From an optimization exercise on the open Yosys and OpenROAD flow, aimed at small area, a short achievable clock period and few clock cycles; shortcuts taken in it are not production practice.
RTL that was checked went through simulation tests only; none was proved equivalent to the original.

// ite_cmac
module ite_cmac (
    input  wire         clk,
    input  wire         rst,
    output reg          ready,
    input  wire         key_load,
    input  wire [255:0] key,
    output reg          kcv_valid,
    output wire [23:0]  kcv,
    input  wire         msg_start,
    input  wire [15:0]  tenant,
    input  wire [15:0]  ns,
    input  wire [63:0]  lba,
    input  wire [31:0]  zgen,
    input  wire [31:0]  key_id,
    input  wire         blk_valid,
    output reg          blk_ready,
    input  wire [127:0] blk_data,
    output reg          tag_valid,
    output wire [127:0] tag
);
clock: 10.0 ns
lec_check: 0
cap_margin: 20
cell_pad_in_sites_detail_placement: 0
cell_pad_in_sites_global_placement: 0
core_margin: 2
core_utilization: 50
place_density: 0.65
setup_slack_margin: 4.0
slew_margin: 20
synth_hierarchical: 1
standard.sh (not shown) runs the stock make flow with config.mk's settings and CLKGATE_MAP_FILE= SYNTH_SCRIPT=/design/flow/synth_recipe.tcl, a recipe that flattens the netlist after the stock synthesis.
==> flow/flow/run.sh <==
#!/bin/bash
set -o pipefail
export BUFFER_PORTS_ARGS="-buffer_cell sky130_fd_sc_hd__buf_1"
bash standard.sh finish > standard_flow.log 2>&1
status=$?
echo "standard.sh exit status $status"
exit $status
The baseline passed the timing, design-rule and antenna checks.
Testbench counts at the start, summed over its fixed seeds: cycles 115,872.
Change:
- SETUP_SLACK_MARGIN: 4.0 -> 3.5
=> Critical path depth came out higher by 7. Global-route usage came out lower by 0.20 points. Worst hold slack barely changes. Worst setup slack gets worse by 0.36 ns. Final area came out lower by 3.4%. Via count came out lower by 0.67%. Utilization came out lower by 2.0 points. Clock skew is about the same. Clock-buffer cell count does not change.

---

Setup of v57:
Another version of the RTL of ite_cmac (not shown whole).
For scale: ~6,600 cells after synthesis, about 830 flip-flops, roughly 710 I/O pins, ~64,000 um^2 of cells after synthesis.
Settings: LEC_CHECK=0, CAP_MARGIN=20, CELL_PAD_IN_SITES_DETAIL_PLACEMENT=0, CELL_PAD_IN_SITES_GLOBAL_PLACEMENT=0, CORE_MARGIN=2, CORE_UTILIZATION=50, CTS_CLUSTER_DIAMETER=60, CTS_CLUSTER_SIZE=20, PLACE_DENSITY=0.65, SETUP_SLACK_MARGIN=4.6, SLEW_MARGIN=20, SYNTH_HIERARCHICAL=1; clock period 10.0 ns.
Scripts as last shown in full above: flow/flow/run.sh
Per the final summary, v57 finished and its layout is clean on timing, DRC and antenna.
Testbench counts of v57, summed over its fixed seeds: cycles 115,872.
Input changes introduced in v4 (baseline for comparison: v57):
Settings: swapping 4.6 for 4.4 in SETUP_SLACK_MARGIN.
Findings:
- v4 ends up with lower register area than v57 does.
- Summary of v4 over v57: met3 capacity usage during global routing up 0.28 points; fmax went down by about 3.4%.
Edits applied to the flow inputs when going from v4 to v38:
Settings: changing SETUP_SLACK_MARGIN from 4.4 to 4.5.
Setup slack in v38 is larger than in v4. Between v38 and v4, it is v38 whose maximum frequency is higher, by about 3%. From v4 to v38 the numbers moved as follows: worst hold-check slack +0.011 ns; total wire length has remained practically unchanged; first-pass GRT wire length climbed 1200 um. Worst slew margin relative to its limit ends up higher on v38. Core utilization was lower in v4 than in v38. v38 ended up with state[47]$_DFF_P_ as its worst setup path endpoint; v4 ended up with state[44]$_DFF_P_. Cell area delta for v38 relative to v4: about 1.9% higher.

---

Setup of job 5854:
ite_cmac, a different RTL version from the one above (not shown whole).
Size in the first run: roughly 830 flip-flops, roughly 710 I/O pins.
## ite_cmac
module ite_cmac (
    input  wire         clk,
    input  wire         rst,
    output reg          ready,
    input  wire         key_load,
    input  wire [255:0] key,
    output reg          kcv_valid,
    output wire [23:0]  kcv,
    input  wire         msg_start,
    input  wire [15:0]  tenant,
    input  wire [15:0]  ns,
    input  wire [63:0]  lba,
    input  wire [31:0]  zgen,
    input  wire [31:0]  key_id,
    input  wire         blk_valid,
    output reg          blk_ready,
    input  wire [127:0] blk_data,
    output reg          tag_valid,
    output wire [127:0] tag
);
    localparam [1:0] K_L   = 2'd0,     
                     K_KCV = 2'd1,     
                     K_MSG = 2'd2;     
    reg          busy;         
    reg          waiting;      
    reg          kstart;       
    reg          kcap;         
    reg          k1start;      
    reg  [1:0]   kind;
    reg  [3:0]   rnd;          
    reg          last;         
    reg  [8:0]   blk;          
    reg  [127:0] state;        
    reg  [255:0] key_r;        
    reg  [255:0] kw;           
    reg  [127:0] k1;           
    reg  [31:0]  kid;          
    function [7:0] xtime;
        input [7:0] b;
        xtime = {b[6:0], 1'b0} ^ (b[7] ? 8'h1b : 8'h00);
    endfunction
    function [15:0] le16;
        input [15:0] v;
        le16 = {v[7:0], v[15:8]};
    endfunction
    function [31:0] le32;
        input [31:0] v;
        le32 = {v[7:0], v[15:8], v[23:16], v[31:24]};
    endfunction
    function [63:0] le64;
        input [63:0] v;
        le64 = {le32(v[31:0]), le32(v[63:32])};
    endfunction
    genvar g;
    wire [31:0] kw_last = kw[31:0];
    wire [31:0] kw_sub;
    aes_sbox u_ks0 (.a(kw_last[31:24]), .y(kw_sub[31:24]));
    aes_sbox u_ks1 (.a(kw_last[23:16]), .y(kw_sub[23:16]));
    aes_sbox u_ks2 (.a(kw_last[15:8]),  .y(kw_sub[15:8]));
    aes_sbox u_ks3 (.a(kw_last[7:0]),   .y(kw_sub[7:0]));
    reg [7:0] rcon;
    always @(*) begin
        case (rnd[3:1])
            3'd0:    rcon = 8'h01;    
  ...
export LEC_CHECK = 0
export CAP_MARGIN = 20
export CELL_PAD_IN_SITES_DETAIL_PLACEMENT = 0
export CELL_PAD_IN_SITES_GLOBAL_PLACEMENT = 0
export CORE_MARGIN = 2
export CORE_UTILIZATION = 50
export PLACE_DENSITY = 0.65
export SETUP_SLACK_MARGIN = 3.0
export SLEW_MARGIN = 20
export SYNTH_HIERARCHICAL = 1
create_clock -name core_clock -period 10.0 [get_ports {clk}]
run.sh (not shown) runs the stock make flow with config.mk's settings and CLKGATE_MAP_FILE= SYNTH_SCRIPT=/design/flow/synth_recipe.tcl, a recipe that flattens the netlist after the stock synthesis.
Stock flow here: none of the scripts above is used.
Testbench counts of job 5854, summed over its fixed seeds: cycles 115,872.
Edits applied to the flow inputs when going from job 5854 to job 9045:
Settings: SETUP_SLACK_MARGIN changed from 3.0 to 3.5.
==> flow/flow/run.sh (new file) <==
#!/bin/bash
set -o pipefail
export BUFFER_PORTS_ARGS="-buffer_cell sky130_fd_sc_hd__buf_1"
bash standard.sh finish > standard_flow.log 2>&1
status=$?
echo "standard.sh exit status $status"
exit $status
==> flow/standard.sh (new file) <==
#!/bin/bash
# synth_recipe.tcl (not shown) runs the flow's synth.tcl, then flattens the netlist and writes it again
# the make line also repeats each setting of config.mk as NAME=value (left out here)
make -C /OpenROAD-flow-scripts/flow DESIGN_CONFIG=/design/flow/config.mk WORK_HOME=/design/flow/orfs CLKGATE_MAP_FILE= SYNTH_SCRIPT=/design/flow/synth_recipe.tcl "${@:-finish}"
removed: flow/run.sh
## What came out
Job 9045 against job 5854: cell area went down by 2.1%, total length of routed met3 wires +about 0.5%, largest stage delay on the critical path shows an increase of 160 ps.
Input changes introduced in job 1901 (baseline for comparison: job 9045):
Settings: setting CTS_BUF_LIST to sky130_fd_sc_hd__clkbuf_8 sky130_fd_sc_hd__clkbuf_4 for the first time.
==> flow/run.sh (new file) <==
#!/bin/bash
# synth_recipe.tcl (not shown) runs the flow's synth.tcl, then flattens the netlist and writes it again
# the make line also repeats each setting of config.mk as NAME=value (left out here)
make -C /OpenROAD-flow-scripts/flow DESIGN_CONFIG=/design/flow/config.mk WORK_HOME=/design/flow/orfs CLKGATE_MAP_FILE= SYNTH_SCRIPT=/design/flow/synth_recipe.tcl finish
removed: flow/flow/run.sh
removed: flow/standard.sh
Results
Between job 1901 and job 9045, number of inserted diodes is higher for job 1901, job 9045 comes in under that. Compared job 1901 vs job 9045, and met2 capacity usage during global routing is up in job 1901. Between job 1901 and job 9045, it is job 1901 whose final period demand of the worst path is lower, by 67 ps. From job 9045 to job 1901 the numbers moved as follows: via count +about 0.7%; latest clock arrival within the worst-skew pair went up 170 ps.

---

run A:
Starting RTL as in the previous note.
// ite_cmac
module ite_cmac (
    input  wire         clk,
    input  wire         rst,
    output reg          ready,
    input  wire         key_load,
    input  wire [255:0] key,
    output reg          kcv_valid,
    output wire [23:0]  kcv,
    input  wire         msg_start,
    input  wire [15:0]  tenant,
    input  wire [15:0]  ns,
    input  wire [63:0]  lba,
    input  wire [31:0]  zgen,
    input  wire [31:0]  key_id,
    input  wire         blk_valid,
    output reg          blk_ready,
    input  wire [127:0] blk_data,
    output reg          tag_valid,
    output wire [127:0] tag
);
Settings: LEC_CHECK=0, CAP_MARGIN=20, CELL_PAD_IN_SITES_DETAIL_PLACEMENT=0, CELL_PAD_IN_SITES_GLOBAL_PLACEMENT=0, CORE_MARGIN=2, CORE_UTILIZATION=65, PLACE_DENSITY=0.78, SETUP_SLACK_MARGIN=3.5, SLEW_MARGIN=20, SYNTH_HIERARCHICAL=1; clock period 10.0 ns.
standard.sh (not shown) runs the stock make flow with config.mk's settings and CLKGATE_MAP_FILE= SYNTH_SCRIPT=/design/flow/synth_recipe.tcl, a recipe that flattens the netlist after the stock synthesis.
==> flow/flow/run.sh <==
#!/bin/bash
set -o pipefail
export BUFFER_PORTS_ARGS="-buffer_cell sky130_fd_sc_hd__buf_1"
bash standard.sh finish > standard_flow.log 2>&1
status=$?
echo "standard.sh exit status $status"
exit $status
Testbench counts of run A, summed over its fixed seeds: cycles 115,872.
For run B, these inputs were changed with respect to run A:
Settings: CORE_UTILIZATION: 65 -> 50; PLACE_DENSITY: 0.78 -> 0.65.
==> flow/run.sh (new file) <==
#!/bin/bash
# synth_recipe.tcl (not shown) runs the flow's synth.tcl, then flattens the netlist and writes it again
# the make line also repeats each setting of config.mk as NAME=value (left out here)
make -C /OpenROAD-flow-scripts/flow DESIGN_CONFIG=/design/flow/config.mk WORK_HOME=/design/flow/orfs CLKGATE_MAP_FILE= SYNTH_SCRIPT=/design/flow/synth_recipe.tcl finish
removed: flow/flow/run.sh
removed: flow/standard.sh
==> comparison <==
Clock latency reported for the late side of the worst-skew pair came out higher on run B than on run A.
Run B has more setup slack than run A.
Compared with run A, run B degrades post-layout instance area.
The CTS clock-pin slew for the worst setup and hold paths was comparable across run A and run B.
Run B vs run A, die footprint went up by 30%.
Compared with run A, run B shows a higher area growth from synthesis to final layout.
No run among run A and run B stopped early or left any final violation; all are clean.
Post-detailed-route wirelength per cell was lower in the run labelled run B.
Between run B and run A, it is run B whose data required time at the worst endpoint is lower, by 0.06 ns.
First-iteration DRC count was lower in run B than in run A.
[inputs] run C vs run B
Settings: swapping 3.5 for 4.0 in SETUP_SLACK_MARGIN.
Findings:
Run C: PASS, flow complete, no timing, DRC or antenna violations. Looking at timing endpoint of the critical path, the state[67] result is from run B; the state[65] one comes from run C. In the flow results for run C and run B, the maximum frequency is larger on run C. Diff run B -> run C: worst hold margin shrank by 0.0036 ns.

---

Another version of the RTL of ite_cmac (not shown whole).
Size: roughly 6400 cells after synthesis, about 830 flip-flops, ~62000 um2 of cells after synthesis.
Settings: LEC_CHECK=0, CAP_MARGIN=20, CELL_PAD_IN_SITES_DETAIL_PLACEMENT=0, CELL_PAD_IN_SITES_GLOBAL_PLACEMENT=0, CORE_MARGIN=2, CORE_UTILIZATION=50, PLACE_DENSITY=0.65, SETUP_SLACK_MARGIN=4.0, SLEW_MARGIN=20, SYNTH_HIERARCHICAL=1; clock period 10.0 ns.
==> flow/flow/run.sh <==
#!/bin/bash
set -o pipefail
export BUFFER_PORTS_ARGS="-buffer_cell sky130_fd_sc_hd__buf_1"
bash standard.sh finish > standard_flow.log 2>&1
status=$?
echo "standard.sh exit status $status"
exit $status
Next try:
- SETUP_SLACK_MARGIN: 4.0 -> 4.5
The new run passed the timing, design-rule and antenna checks; global-route usage went up by 0.45 points; die area is unchanged; final area went up by 6.0%; clock-buffer cell count came out higher by 6.
Next try:
- SETUP_SLACK_MARGIN: 4.5 -> 3.5
Routed wire length drops by 4.0%.
Via count drops by 3.5%.
Area after synthesis stays the same.
Core utilization drops by 5.1 points.
Sequential share of layout area climbs by 2.1 points.
Die area is unchanged.
Design area drops by 8.2%.
No run of this note included a check of the RTL's function; only the layout flow was run.

---

ite_cmac, a different RTL version from the one above (not shown whole).
For scale: ~6600 cells after synthesis, roughly 830 flip-flops, about 710 I/O pins.
clock: 10.0 ns
lec_check: 0
cap_margin: 5
cell_pad_in_sites_detail_placement: 0
cell_pad_in_sites_global_placement: 0
core_margin: 2
core_utilization: 50
cts_cluster_diameter: 60
cts_cluster_size: 20
place_density: 0.65
setup_slack_margin: 4.5
slew_margin: 5
synth_hierarchical: 1
Scripts as last shown in full above: flow/flow/run.sh
The starting point finished with timing, DRC and antenna clean.
Testbench counts at the start, summed over its fixed seeds: cycles 115,872.
Change:
==> flow/config.mk (replaced) <==
export PLATFORM = sky130hd
export DESIGN_NAME = ite_cmac
export DESIGN_NICKNAME = ite_cmac
export VERILOG_FILES = /design/flow/design.v
export SDC_FILE = /design/flow/constraint.sdc
export NUM_CORES = 4
export LEC_CHECK = 0
export CAP_MARGIN = 20
export CELL_PAD_IN_SITES_DETAIL_PLACEMENT = 0
export CELL_PAD_IN_SITES_GLOBAL_PLACEMENT = 0
export CORE_MARGIN = 2
export CORE_UTILIZATION = 50
export CTS_CLUSTER_DIAMETER = 80
export CTS_CLUSTER_SIZE = 30
export PLACE_DENSITY = 0.65
export SETUP_SLACK_MARGIN = 4.5
export SLEW_MARGIN = 20
export SYNTH_HIERARCHICAL = 1
Routed wire length came out lower by 0.48%.
Global-route usage shrinks by 0.17 points.
Worst hold slack is better by 0.0037 ns.
Clock-buffer cell count fell by 39.
Via count shrinks by 1.3%.
Cell count went down by 1.0%.
Synthesized cell count stays the same.
Change:
--- a/flow/config.mk
+++ b/flow/config.mk
@@ -10,8 +10,8 @@
 export CELL_PAD_IN_SITES_GLOBAL_PLACEMENT = 0
 export CORE_MARGIN = 2
-export CORE_UTILIZATION = 50
-export CTS_CLUSTER_DIAMETER = 80
-export CTS_CLUSTER_SIZE = 30
-export PLACE_DENSITY = 0.65
+export CORE_UTILIZATION = 40
+export CTS_CLUSTER_DIAMETER = 60
+export CTS_CLUSTER_SIZE = 20
+export PLACE_DENSITY = 0.55
 export SETUP_SLACK_MARGIN = 4.5
 export SLEW_MARGIN = 20
Outcome:
- core utilization shrinks by 11 points
- final area grows by 2.6%
- via count shrinks by 0.42%
- final cell count grows by 5.7%
- worst setup slack barely changes
- clock skew grows by 0.0063 ns
- worst hold slack loses 0.011 ns
- area after synthesis stays the same
Change:
--- a/flow/config.mk
+++ b/flow/config.mk
@@ -10,9 +10,8 @@
 export CELL_PAD_IN_SITES_GLOBAL_PLACEMENT = 0
 export CORE_MARGIN = 2
-export CORE_UTILIZATION = 40
-export CTS_CLUSTER_DIAMETER = 60
-export CTS_CLUSTER_SIZE = 20
-export PLACE_DENSITY = 0.55
+export CORE_UTILIZATION = 50
+export PLACE_DENSITY = 0.65
 export SETUP_SLACK_MARGIN = 4.5
 export SLEW_MARGIN = 20
 export SYNTH_HIERARCHICAL = 1
+export TNS_END_PERCENT = 10
Count of clock-buffer cells in the layout rises by 25.
Via count came out higher by 1.0%.
Hold slack is about the same.
Cell area shrinks by 2.9%.
Utilization increases by 11 points.

---

the reference run:
Another version of the RTL of ite_cmac (not shown whole).
For scale: ~6,900 cells after synthesis, about 820 flip-flops.
clock: 10.0 ns
lec_check: 0
cap_margin: 20
cell_pad_in_sites_detail_placement: 2
cell_pad_in_sites_global_placement: 3
core_margin: 2
core_utilization: 25
place_density: 0.35
slew_margin: 20
synth_hierarchical: 1
run.sh (not shown) runs the stock make flow with config.mk's settings and CLKGATE_MAP_FILE= SYNTH_SCRIPT=/design/flow/synth_recipe.tcl, a recipe that flattens the netlist after the stock synthesis.
Stock flow here: none of the scripts above is used.
[inputs] the trial run vs the reference run
Settings: CORE_UTILIZATION: 25 -> 65; CELL_PAD_IN_SITES_DETAIL_PLACEMENT: 2 -> 0; CELL_PAD_IN_SITES_GLOBAL_PLACEMENT: 3 -> 0; PLACE_DENSITY: 0.35 -> 0.8; SETUP_SLACK_MARGIN: unset -> 4.5.
Notes after the runs:
- Tool error DPL-0038 stopped the trial run during clock tree synthesis; no final results.
- Diff the reference run..the trial run | area of the mapped netlist | unchanged
- Delta (the trial run minus the reference run): net count after synthesis roughly the same, number of synthesized register bits roughly the same, basic-gate share of the synthesized area counting and, or, nand and nor cells roughly the same, number of core rows lower, initial core utilization higher.
- When the final numbers for the trial run and the reference run were put side by side, the total half-perimeter wirelength after legalization and detailed placement turned out to be greater in the reference run.
No functional check of the RTL was part of any run of this note.

## what the ideal ports hide
No port has a modelled driver above. Below, the same layouts with a new extraction and two added sets of constraints. Step 1, drivers: a clkbuf_16 drives clk and a buf_2 each remaining input, both assumed. Step 2 also shifts input and output timing later by t, the mid clock arrival at the registers, as if the neighbouring blocks saw the same clock. Slacks: ideal ports / drivers / drivers and shift; pairs: ideal ports / drivers.
run | t (ns) | setup WS [ns] | worst slew at a driven data input, ns | cell pins on the clock port's net
the first run of note 1 | 0.766 | 4.109 / 4.164 / 3.398 | 0.06 | 1
the second run of note 1 | 0.766 | 3.746 / 3.746 / 3.235 | 0.06 | 1
v57 | 0.796 | 4.687 / 4.687 / 4.687 | 0.18 | 1
v4 | 0.780 | 4.500 / 4.500 / 4.500 | 0.22 | 1
v38 | 0.792 | 4.666 / 4.666 / 4.666 | 0.18 | 1
job 5854 | 0.769 | 3.304 / 3.304 / 3.162 | 0.08 | 1
job 9045 | 0.762 | 3.606 / 3.606 / 3.606 | 0.09 | 1
job 1901 | 0.938 | 3.673 / 3.673 / 3.170 | 0.08 | 1
run A | 0.756 | 3.583 / 3.583 / 3.583 | 0.10 | 1
run B | 0.772 | 3.762 / 3.762 / 3.162 | 0.08 | 1
run C | 0.774 | 4.078 / 4.078 / 3.392 | 0.08 | 1
the first run of note 5 | 0.789 | 4.067 / 4.117 / 3.328 | 0.09 | 1
the second run of note 5 | 0.788 | 4.485 / 4.540 / 3.753 | 0.07 | 1
the third run of note 5 | 0.784 | 3.737 / 3.737 / 3.136 | 0.10 | 1
the first run of note 6 | 0.793 | 4.689 / 4.689 / 4.689 | 0.17 | 1
the second run of note 6 | 0.782 | 4.652 / 4.652 / 4.652 | 0.17 | 1
the third run of note 6 | 0.855 | 4.650 / 4.650 / 4.650 | 0.17 | 1
the fourth run of note 6 | 0.795 | 4.486 / 4.486 / 4.486 | 0.20 | 1
the reference run | 0.882 | 1.173 / 1.173 / 1.173 | 0.15 | 1
After both steps setup and hold are still met in every run listed. For the first run of note 5, which loses most, drivers alone change the setup slack by +0.050 ns; drivers and shift together by -0.739 ns.
